This is an optimization exercise on Yosys and OpenROAD, whose aim is small area, a short achievable clock period and few clock cycles per item, not a production implementation.
The RTL was checked by simulation tests, not by an equivalence proof against the original design.

==> inputs of run Z <==
Design das_combine, start of the top module:
module das_combine (
    input  wire        clk,
    input  wire        rst,           
    input  wire        in_valid,
    output wire        in_ready,
    input  wire [23:0] in_phx,        
    input  wire [23:0] in_phy,
    input  wire [23:0] in_px,
    input  wire [23:0] in_py,
    input  wire [15:0] in_ax,         
    input  wire [15:0] in_ay,
    input  wire [15:0] in_qx,
    input  wire [15:0] in_qy,
    input  wire [31:0] in_fade_thr,   
    output reg         out_valid,
    output reg  [23:0] out_d,         
    output reg         out_fade
);
    localparam NDS = 6;               
    function [24:0] benc16;           
        input [15:0] b;
        integer i;
        reg [17:0] x;
        begin
            x = {1'b0, b, 1'b0};
            for (i = 0; i < 8; i = i + 1) begin
                benc16[i]      = x[2*i+1] ^ x[2*i];
                benc16[9+i]    = (x[2*i+2] & ~x[2*i+1] & ~x[2*i]) |
                                 (~x[2*i+2] & x[2*i+1] & x[2*i]);
                benc16[17+i]   = x[2*i+2];
            end
            benc16[8] = b[15];
        end
    endfunction
    function [18:0] benc12;           
        input [11:0] b;
        integer i;
        reg [13:0] x;
        begin
            x = {1'b0, b, 1'b0};
            for (i = 0; i < 6; i = i + 1) begin
  ...
export LEC_CHECK = 0
export ABC_AREA = 1
export CAP_MARGIN = 20
export CORE_MARGIN = 2
export CORE_UTILIZATION = 40
export PLACE_DENSITY = 0.6
export SLEW_MARGIN = 20
create_clock -name core_clock -period 15.0 [get_ports {clk}]
standard.sh (not shown) runs the stock make flow with config.mk's settings and CLKGATE_MAP_FILE= SYNTH_SCRIPT=/design/flow/synth_recipe.tcl, a recipe that flattens the netlist after the stock synthesis.
==> flow/flow/run.sh <==
#!/bin/bash
# Layout flow: the standard ORFS layout (standard.sh, unchanged synthesis,
# floorplan, placement, CTS, routing), with the resizer's setup repair asked to
# leave 9.5 ns of slack on the 15 ns clock instead of 0, so that it sizes and
# buffers the critical paths for a shorter achieved period.  The clock period,
# the SDC and all constraints are the design's; only the repair target moves.
set -euo pipefail
bash standard.sh SETUP_SLACK_MARGIN=9.5 finish > standard_flow.log 2>&1
==> run C: changes against run Z <==
--- a/flow/design.v
+++ b/flow/design.v
@@ -70,17 +70,17 @@
     reg        vF, slowF, sF;
     reg [31:0] wxF, wyF, thrF;
     reg [18:0] ceF;                   
     reg [11:0] cloF;
     reg [23:0] dxF;
     wire        vE, p1E;
     wire [32:0] rE;
     wire [23:0] dE;
-    reg         p2M;                                
+    wire        p2M  = wait_q & vE & p1E;           
     wire        p1M  = vF & slowF & ~wait_q;
     wire        hold = vF & slowF & ~p2M;
     wire        vM   = (vF & ~slowF) | p1M | p2M;
     wire [44:0] xs, xc;
     das_mul32x12 mm (.a(wyF), .one(ceF[6:0]), .two(ceF[12:7]), .neg(ceF[18:13]),
                      .r(rE & {33{p2M}}), .s(xs), .c(xc));
     wire [44:0] xM    = xs + xc;
     wire [32:0] wM    = {1'b0, wxF} + {1'b0, wyF};
@@ -172,23 +172,22 @@
         end else if (p1M) begin
             ceF   <= benc12(cloF);    
         end
         out_valid <= vE & ~p1E;
         out_d     <= wzE ? 24'd0 : dE;
         out_fade  <= fD[NDS];
         if (p1M) wait_q <= 1'b1;
         else if (p2M) wait_q <= 1'b0;
-        p2M <= vD[NDS-1] & p1D[NDS-1] & ~rst;
         if (hold)
-            rdy_q <= p2M;
+            rdy_q <= 1'b0;
         else
             rdy_q <= ~(v0 & slowA);
         if (rst) begin
-            v0 <= 1'b0; vF <= 1'b0; wait_q <= 1'b0; rdy_q <= 1'b1; p2M <= 1'b0;
+            v0 <= 1'b0; vF <= 1'b0; wait_q <= 1'b0; rdy_q <= 1'b1;
             out_valid <= 1'b0;
         end
     end
 endmodule
 module das_mul16 (input wire [15:0] a, input wire [8:0] one, input wire [7:0] two, input wire [7:0] neg, output wire [31:0] s, output wire [31:0] c);
     wire das_mul16_n0 = ((one[0] & a[0]) | (two[0] & 1'b0)) ^ neg[0];
     wire das_mul16_n1 = ((one[0] & a[1]) | (two[0] & a[0])) ^ neg[0];
     wire das_mul16_n2 = ((one[0] & a[2]) | (two[0] & a[1])) ^ neg[0];
==> flow/run.sh (new file) <==
#!/bin/bash
# synth_recipe.tcl (not shown) runs the flow's synth.tcl, then flattens the netlist and writes it again
# the make line also repeats each setting of config.mk as NAME=value (left out here)
make -C /OpenROAD-flow-scripts/flow DESIGN_CONFIG=/design/flow/config.mk WORK_HOME=/design/flow/orfs CLKGATE_MAP_FILE= SYNTH_SCRIPT=/design/flow/synth_recipe.tcl finish
removed: flow/flow/run.sh
removed: flow/standard.sh
==> run F: changes against run Z <==
--- a/flow/design.v
+++ b/flow/design.v
@@ -48,28 +48,29 @@
         end
     endfunction
     reg        wait_q;                
     reg        rdy_q;
     assign in_ready = rdy_q;
     reg        v0;
     reg [23:0] dx0, dy0;
     reg [15:0] ax0, ay0;
-    reg [24:0] qxe0, qye0;
+    reg [15:0] qx0, qy0;
     reg [31:0] thr0;
     wire [23:0] eA  = dy0 - dx0;
     wire        sA  = eA[23];
     wire [23:0] eaA = sA ? (24'd0 - eA) : eA;       
     wire        slowA = |eaA[23:12];
     wire [11:0] chiA = eaA[22:11] | {12{eaA[23]}};
     wire [11:0] cloA = {eaA[23], eaA[10:0]};
     wire [11:0] c1A  = slowA ? chiA : eaA[11:0];
     wire [31:0] wxs, wxc, wys, wyc;
-    das_mul16 mx (.a(ax0), .one(qxe0[8:0]), .two(qxe0[16:9]), .neg(qxe0[24:17]), .s(wxs), .c(wxc));
-    das_mul16 my (.a(ay0), .one(qye0[8:0]), .two(qye0[16:9]), .neg(qye0[24:17]), .s(wys), .c(wyc));
+    wire [24:0] qxe = benc16(qx0), qye = benc16(qy0);
+    das_mul16 mx (.a(ax0), .one(qxe[8:0]), .two(qxe[16:9]), .neg(qxe[24:17]), .s(wxs), .c(wxc));
+    das_mul16 my (.a(ay0), .one(qye[8:0]), .two(qye[16:9]), .neg(qye[24:17]), .s(wys), .c(wyc));
     wire [31:0] wxA = wxs + wxc;
     wire [31:0] wyA = wys + wyc;
     reg        vF, slowF, sF;
     reg [31:0] wxF, wyF, thrF;
     reg [18:0] ceF;                   
     reg [11:0] cloF;
     reg [23:0] dxF;
     wire        vE, p1E;
@@ -113,20 +114,20 @@
             reg        v, s, f, p1;
             assign rlD[g] = rl; assign wD[g] = w; assign dxD[g] = dx;
             assign vD[g] = v; assign sD[g] = s; assign fD[g] = f; assign p1D[g] = p1;
             if (g == 0) begin : first
                 always @(posedge clk) begin
                     v  <= vM & ~rst;
                     p1 <= p1M;
                     rl <= xM;
-                    w  <= wM;
+                    w  <= p2M ? wD[NDS] : wM;
                     dx <= p2M ? dE : dxF;
-                    s  <= sF;
-                    f  <= fadeM;
+                    s  <= p2M ? sD[NDS] : sF;
+                    f  <= p2M ? fD[NDS] : fadeM;
                 end
             end else begin : rest
                 always @(posedge clk) begin
                     v  <= vD[g-1] & ~rst;
                     p1 <= p1D[g-1];
                     rl <= dstep(dstep(rlD[g-1], wD[g-1]), wD[g-1]);
                     w  <= wD[g-1];
                     dx <= dxD[g-1];
@@ -150,30 +151,30 @@
     wire        wzE = ~|wE;
     always @(posedge clk) begin
         if (!hold) begin
             v0   <= in_valid & rdy_q & ~rst;
             dx0  <= in_phx - in_px;
             dy0  <= in_phy - in_py;
             ax0  <= in_ax;
             ay0  <= in_ay;
-            qxe0 <= benc16(in_qx);
-            qye0 <= benc16(in_qy);
+            qx0  <= in_qx;
+            qy0  <= in_qy;
             thr0 <= in_fade_thr;
         end
+        sF    <= sA;
+        wxF   <= wxA;
+        thrF  <= thr0;
+        dxF   <= dx0;
         if (!hold) begin
             vF    <= v0;
             slowF <= slowA;
-            sF    <= sA;
-            wxF   <= wxA;
             wyF   <= wyA;
-            thrF  <= thr0;
             ceF   <= benc12(c1A);
             cloF  <= cloA;
-            dxF   <= dx0;
         end else if (p1M) begin
             ceF   <= benc12(cloF);    
         end
         out_valid <= vE & ~p1E;
         out_d     <= wzE ? 24'd0 : dE;
         out_fade  <= fD[NDS];
         if (p1M) wait_q <= 1'b1;
         else if (p2M) wait_q <= 1'b0;
- CORE_UTILIZATION: 40 -> 50
- CTS_BUF_LIST: default -> sky130_fd_sc_hd__clkbuf_8 sky130_fd_sc_hd__clkbuf_16
- CTS_CLUSTER_DIAMETER: default -> 100
- CTS_CLUSTER_SIZE: default -> 20
- PLACE_DENSITY: 0.6 -> 0.7
==> run M: changes against run Z <==
--- a/flow/design.v
+++ b/flow/design.v
@@ -48,28 +48,29 @@
         end
     endfunction
     reg        wait_q;                
     reg        rdy_q;
     assign in_ready = rdy_q;
     reg        v0;
     reg [23:0] dx0, dy0;
     reg [15:0] ax0, ay0;
-    reg [24:0] qxe0, qye0;
+    reg [15:0] qx0, qy0;
     reg [31:0] thr0;
     wire [23:0] eA  = dy0 - dx0;
     wire        sA  = eA[23];
     wire [23:0] eaA = sA ? (24'd0 - eA) : eA;       
     wire        slowA = |eaA[23:12];
     wire [11:0] chiA = eaA[22:11] | {12{eaA[23]}};
     wire [11:0] cloA = {eaA[23], eaA[10:0]};
     wire [11:0] c1A  = slowA ? chiA : eaA[11:0];
     wire [31:0] wxs, wxc, wys, wyc;
-    das_mul16 mx (.a(ax0), .one(qxe0[8:0]), .two(qxe0[16:9]), .neg(qxe0[24:17]), .s(wxs), .c(wxc));
-    das_mul16 my (.a(ay0), .one(qye0[8:0]), .two(qye0[16:9]), .neg(qye0[24:17]), .s(wys), .c(wyc));
+    wire [24:0] qxe = benc16(qx0), qye = benc16(qy0);
+    das_mul16 mx (.a(ax0), .one(qxe[8:0]), .two(qxe[16:9]), .neg(qxe[24:17]), .s(wxs), .c(wxc));
+    das_mul16 my (.a(ay0), .one(qye[8:0]), .two(qye[16:9]), .neg(qye[24:17]), .s(wys), .c(wyc));
     wire [31:0] wxA = wxs + wxc;
     wire [31:0] wyA = wys + wyc;
     reg        vF, slowF, sF;
     reg [31:0] wxF, wyF, thrF;
     reg [18:0] ceF;                   
     reg [11:0] cloF;
     reg [23:0] dxF;
     wire        vE, p1E;
@@ -113,20 +114,20 @@
             reg        v, s, f, p1;
             assign rlD[g] = rl; assign wD[g] = w; assign dxD[g] = dx;
             assign vD[g] = v; assign sD[g] = s; assign fD[g] = f; assign p1D[g] = p1;
             if (g == 0) begin : first
                 always @(posedge clk) begin
                     v  <= vM & ~rst;
                     p1 <= p1M;
                     rl <= xM;
-                    w  <= wM;
+                    w  <= p2M ? wD[NDS] : wM;
                     dx <= p2M ? dE : dxF;
-                    s  <= sF;
-                    f  <= fadeM;
+                    s  <= p2M ? sD[NDS] : sF;
+                    f  <= p2M ? fD[NDS] : fadeM;
                 end
             end else begin : rest
                 always @(posedge clk) begin
                     v  <= vD[g-1] & ~rst;
                     p1 <= p1D[g-1];
                     rl <= dstep(dstep(rlD[g-1], wD[g-1]), wD[g-1]);
                     w  <= wD[g-1];
                     dx <= dxD[g-1];
@@ -150,30 +151,30 @@
     wire        wzE = ~|wE;
     always @(posedge clk) begin
         if (!hold) begin
             v0   <= in_valid & rdy_q & ~rst;
             dx0  <= in_phx - in_px;
             dy0  <= in_phy - in_py;
             ax0  <= in_ax;
             ay0  <= in_ay;
-            qxe0 <= benc16(in_qx);
-            qye0 <= benc16(in_qy);
+            qx0  <= in_qx;
+            qy0  <= in_qy;
             thr0 <= in_fade_thr;
         end
+        sF    <= sA;
+        wxF   <= wxA;
+        thrF  <= thr0;
+        dxF   <= dx0;
         if (!hold) begin
             vF    <= v0;
             slowF <= slowA;
-            sF    <= sA;
-            wxF   <= wxA;
             wyF   <= wyA;
-            thrF  <= thr0;
             ceF   <= benc12(c1A);
             cloF  <= cloA;
-            dxF   <= dx0;
         end else if (p1M) begin
             ceF   <= benc12(cloF);    
         end
         out_valid <= vE & ~p1E;
         out_d     <= wzE ? 24'd0 : dE;
         out_fade  <= fD[NDS];
         if (p1M) wait_q <= 1'b1;
         else if (p2M) wait_q <= 1'b0;
==> flow/flow/run.sh (replaced) <==
#!/bin/bash
# Layout flow: the standard ORFS layout (standard.sh, unchanged synthesis,
# floorplan, placement, CTS, routing), with the resizer's setup repair asked to
# leave 9.65 ns of slack on the 15 ns clock instead of 0, so that it sizes and
# buffers the critical paths for a shorter achieved period.  The clock period,
# the SDC and all constraints are the design's; only the repair target moves.
set -euo pipefail
bash standard.sh SETUP_SLACK_MARGIN=9.65 finish > standard_flow.log 2>&1
- CORE_UTILIZATION: 40 -> 50
- CTS_BUF_LIST: default -> sky130_fd_sc_hd__clkbuf_4 sky130_fd_sc_hd__clkbuf_8
- CTS_CLUSTER_DIAMETER: default -> 70
- CTS_CLUSTER_SIZE: default -> 14
- PLACE_DENSITY: 0.6 -> 0.7
==> flow_summary.toml <==
[run_status]
status = "no timing/DRC/antenna violations"

[placed_design]
gp_routability_congestion = 0.988

[critical_path]
worst_ep_arrival_time_ps = 6000

[sta]
fin_crit_ps = 5450
worst-slew-pin-transition_ps = 977

[pwr]
(the above is from run F)
==> flow_summary.toml <==
[floorplan]
num_rows = 168

[clock_network]
cts_hold_buf = 0

[sta]
fin_crit_ps = 5460
worst-slew-pin-transition_ps = 976
max_clock_freq_mhz = 183
setup-violations-final = 0

[placed_design]
gp_routability_congestion = 1.01

[run_status]
status = "no timing/DRC/antenna violations"

[logic_synthesis]
post_synth_and_or_nand_nor_area_fraction_pct = 13.9
synth_top_cell_area_share_pct = 18.4
(the above is from run Z)
==> flow_summary.toml <==
[final_layout]
seq_cells = 1084

[sta]
final.setup.tns_ps = 0
fin_crit_ps = 6810
worst-slew-pin-transition_ps = 1040

[detailed_routing]
routed_wl_mm = 268

[critical_path]
worst_ep_arrival_time_ps = 7470

[run_status]
status = "no timing/DRC/antenna violations"
(the above is from run C)
==> flow_summary.toml <==
[run_status]
status = "no timing/DRC/antenna violations"

[sta]
worst-slew-pin-transition_ps = 1100
fin_crit_ps = 5270

[critical_path]
worst_ep_arrival_time_ps = 6070
(the above is from run M)
Testbench counts of run Z, summed over its fixed seeds: cycles 12,080, items 12,000.
Testbench counts of run C, summed over its fixed seeds: cycles 12,080, items 12,000.
Testbench counts of run F, summed over its fixed seeds: cycles 12,080, items 12,000.
Testbench counts of run M, summed over its fixed seeds: cycles 12,080, items 12,000.

-- afterwards: timing with drivers on the ports --
In the flow no input, the clock included, has a driving cell. The finished layouts below were timed again as built, in two steps. Step 1 assumes that a clkbuf_16 drives the clock port and a buf_2 every other input. Step 2 also shifts input and output timing later by t, the mid clock arrival at the registers, as if the neighbouring blocks saw the same clock. Three values: no drivers, after step 1, after step 2; two values: the first two.
run | t, ns | setup WS [ns] | worst setup path at the end | worst register clock-pin slew, ns | cell pins on the clock port's net
run Z | 0.855 | 9.536 / 9.536 / 8.887 | input to register | 0.07 / 0.07 | 1
run C | 0.885 | 8.186 / 8.186 / 8.186 | register to register | 0.07 / 0.07 | 1
run F | 0.801 | 9.552 / 9.552 / 8.904 | input to register | 0.10 / 0.10 | 1
run M | 1.004 | 9.725 / 9.725 / 8.870 | input to register | 0.11 / 0.11 | 1
After both steps every run listed still meets setup and hold. For run M, which loses most, drivers alone change the setup slack by 0.000 ns; drivers and shift together by -0.855 ns.
